This design comes from an exercise in tuning for small area, a short achievable clock period and few clock cycles per item on the open sky130 flow, not from production work. Only simulation tests tie the RTL to the original design; equivalence was not proved.

## gst_ecc
module gst_ecc (
    input  wire        clk,
    input  wire        rst,
    input  wire        req_valid,
    output wire        req_ready,
    input  wire [1:0]  req_op,        
    input  wire [33:0] req_addr,      
    input  wire [31:0] req_origin,
    input  wire [79:0] req_cw,        
    input  wire [63:0] req_wdata,     
    input  wire [7:0]  req_wmask,     
    output reg         rsp_valid,
    input  wire        rsp_ready,
    output wire [63:0] rsp_data,
    output wire        rsp_wr,
    output wire [79:0] rsp_cw,
    output wire [1:0]  rsp_weight,    
    output wire        rsp_poison,
    input  wire        stat_clr,      
    input  wire [1:0]  log_clr,       
    output wire [63:0] eccstat,
    output wire [63:0] ecclog,
    output wire [31:0] eccorg
);
clock: 25.0 ns
lec_check: 0
cap_margin: 20
core_margin: 2
core_utilization: 60
cts_cluster_diameter: 60
cts_cluster_size: 24
place_density: 0.72
slew_margin: 20
standard.sh (not shown) runs the stock make flow with config.mk's settings and CLKGATE_MAP_FILE= SYNTH_SCRIPT=/design/flow/synth_recipe.tcl, a recipe that flattens the netlist after the stock synthesis.
==> flow/flow/run.sh <==
#!/bin/bash
# The standard layout, with the ports buffered by the smallest buffer
# (sky130_fd_sc_hd__buf_1) instead of the default delay buffer, and timing
# repair aiming 14 ns below the clock period.
set -euo pipefail
bash standard.sh "BUFFER_PORTS_ARGS=-buffer_cell sky130_fd_sc_hd__buf_1" SETUP_SLACK_MARGIN=14 finish > standard_flow.log 2>&1
The first run passed the timing, design-rule and antenna checks.
Testbench counts at the start, summed over its fixed seeds: cycles 12,008, items 12,000.
Next try:
==> flow/flow/run.sh (replaced) <==
#!/bin/bash
# The standard layout, with the ports buffered by the smallest buffer
# (sky130_fd_sc_hd__buf_1) instead of the default delay buffer, and timing
# repair aiming 14.25 ns below the clock period.
set -euo pipefail
bash standard.sh "BUFFER_PORTS_ARGS=-buffer_cell sky130_fd_sc_hd__buf_1" SETUP_SLACK_MARGIN=14.25 finish > standard_flow.log 2>&1
Critical path depth is unchanged.
Die area is unchanged.
Final cell count went up by 0.35%.
Sequential share of layout area went down by 0.43 points.
Synthesized cell count stays the same.
Setup slack is better by 0.21 ns.
Maximum frequency went up by 2.0%.
Global-route usage barely changes.
Next try:
GPL_ROUTABILITY_DRIVEN = 0   (was not set)
Core utilization is higher by 0.41 points. Die area is unchanged. Cell area is higher by 0.60%.
Next try:
CORE_UTILIZATION = 50   (was 60)
GPL_ROUTABILITY_DRIVEN = not set   (was 0)
PLACE_DENSITY = 0.65   (was 0.72)
What happened: Core utilization fell by 12 points; worst hold slack gains 0.0031 ns; die area increases by about 20%; final area is about the same; final cell count is higher by about 2.4%; setup slack improves by 0.073 ns; critical path depth stays the same; sequential share of layout area is about the same; via count is lower by 3.9%.


gst_ecc, a different RTL version from the one above (not shown whole).
For scale: roughly 300 flip-flops, roughly 540 I/O pins, roughly 23000 um^2 of cells after synthesis.
## gst_ecc
module gst_ecc (
    input  wire        clk,
    input  wire        rst,
    input  wire        req_valid,
    output wire        req_ready,
    input  wire [1:0]  req_op,        
    input  wire [33:0] req_addr,      
    input  wire [31:0] req_origin,
    input  wire [79:0] req_cw,        
    input  wire [63:0] req_wdata,     
    input  wire [7:0]  req_wmask,     
    output reg         rsp_valid,
    input  wire        rsp_ready,
    output wire [63:0] rsp_data,
    output wire        rsp_wr,
    output wire [79:0] rsp_cw,
    output wire [1:0]  rsp_weight,    
    output wire        rsp_poison,
    input  wire        stat_clr,      
    input  wire [1:0]  log_clr,       
    output wire [63:0] eccstat,
    output wire [63:0] ecclog,
    output wire [31:0] eccorg
);
export LEC_CHECK = 0
export CAP_MARGIN = 20
export CORE_MARGIN = 2
export CORE_UTILIZATION = 40
export SLEW_MARGIN = 20
create_clock -name core_clock -period 25.0 [get_ports {clk}]
==> flow/flow/run.sh <==
#!/bin/bash
# The standard layout, with the ports buffered by the smallest buffer
# (sky130_fd_sc_hd__buf_1) instead of the default delay buffer, and timing
# repair aiming 16 ns below the clock period.
set -euo pipefail
bash standard.sh "BUFFER_PORTS_ARGS=-buffer_cell sky130_fd_sc_hd__buf_1" SETUP_SLACK_MARGIN=16 finish > standard_flow.log 2>&1
Testbench counts at the start, summed over its fixed seeds: cycles 12,008, items 12,000.
Then changed:
==> flow/flow/run.sh (replaced) <==
#!/bin/bash
# The standard layout, with the ports buffered by the smallest buffer
# (sky130_fd_sc_hd__buf_1) instead of the default delay buffer, and timing
# repair aiming 14 ns below the clock period.
set -euo pipefail
bash standard.sh "BUFFER_PORTS_ARGS=-buffer_cell sky130_fd_sc_hd__buf_1" SETUP_SLACK_MARGIN=14 finish > standard_flow.log 2>&1
- CORE_UTILIZATION: 40 -> 60
- CTS_CLUSTER_DIAMETER: unset -> 60
- CTS_CLUSTER_SIZE: unset -> 24
- PLACE_DENSITY: unset -> 0.72
Non-clock buffer count came out lower by 194. Routed wire length came out lower by about 17%. Synthesized area stays the same. Core utilization came out higher by 12 points. Clock-buffer cell count came out lower by 21. Sequential share of layout area came out higher by 5.3 points.
Then changed:
==> flow/flow/run.sh (replaced) <==
#!/bin/bash
# The standard layout, with the ports buffered by the smallest buffer
# (sky130_fd_sc_hd__buf_1) instead of the default delay buffer, and timing
# repair aiming 15 ns below the clock period.
set -euo pipefail
bash standard.sh "BUFFER_PORTS_ARGS=-buffer_cell sky130_fd_sc_hd__buf_1" SETUP_SLACK_MARGIN=15 finish > standard_flow.log 2>&1
- CORE_UTILIZATION: 60 -> 40
- CTS_CLUSTER_DIAMETER: 60 -> unset
- CTS_CLUSTER_SIZE: 24 -> unset
- PLACE_DENSITY: 0.72 -> unset
What happened:
- The new run completed without violations
- sequential share of layout area decreases by 4.9 points
- via count increases by a few percent
- worst setup slack improved by 0.20 ns
- design area increases by about a fifth
Then changed:
==> flow/flow/run.sh (replaced) <==
#!/bin/bash
# The standard layout, with the ports buffered by the smallest buffer
# (sky130_fd_sc_hd__buf_1) instead of the default delay buffer, and timing repair aiming 13 ns below the clock period.
set -euo pipefail
bash standard.sh "BUFFER_PORTS_ARGS=-buffer_cell sky130_fd_sc_hd__buf_1" SETUP_SLACK_MARGIN=13 finish > standard_flow.log 2>&1
The changed run completed with no timing, DRC or antenna violations.
Design area fell by 18%.
Worst hold slack is about the same.
Die area stays the same.
Synthesized cell count is unchanged.
Wire length fell by 8.5%.
Worst setup slack degrades by 0.99 ns.
First-iteration DRC count fell by 11%.
Clock-buffer cell count fell by 6.
Critical path depth fell by 3.

==> what the ideal ports hide <==
The flow's constraints put no driver on any port. The routed layouts listed below were extracted and timed again, unchanged, in two steps.
Step 1: set_driving_cell puts a clkbuf_16 on clk and a buf_2 on each other input, an assumption about the parent block.
Step 2 adds t to the input delays and takes it off the output delays; t is the mean of the earliest and latest rising clock arrival at the registers after step 1. Input paths then give back, and output paths get back, about the clock's delay inside the block.
a / b / c = ideal ports / drivers / drivers and shift; a / b = the first two.
run | t, ns | slack for setup (ns) | latest minus earliest clock arrival (ns) | pins driven straight from the clock port
the first run of note 1 | 0.585 | 14.114 / 14.148 / 13.563 | 0.039 / 0.040 | 1
the second run of note 1 | 0.578 | 14.325 / 14.342 / 13.776 | 0.030 / 0.030 | 1
the third run of note 1 | 0.603 | 14.349 / 14.307 / 13.777 | 0.033 / 0.034 | 1
the fourth run of note 1 | 0.605 | 14.422 / 14.424 / 13.853 | 0.029 / 0.030 | 1
the first run of note 2 | 0.589 | 14.135 / 14.131 / 13.542 | 0.041 / 0.042 | 1
the second run of note 2 | 0.571 | 14.055 / 14.090 / 13.519 | 0.020 / 0.020 | 1
the third run of note 2 | 0.593 | 14.253 / 14.267 / 13.673 | 0.020 / 0.019 | 1
the fourth run of note 2 | 0.592 | 13.263 / 13.291 / 12.699 | 0.026 / 0.026 | 1
After both steps setup and hold are still met in every run listed. For the first run of note 2, which loses most, drivers alone change the setup slack by -0.004 ns; drivers and shift together by -0.593 ns.
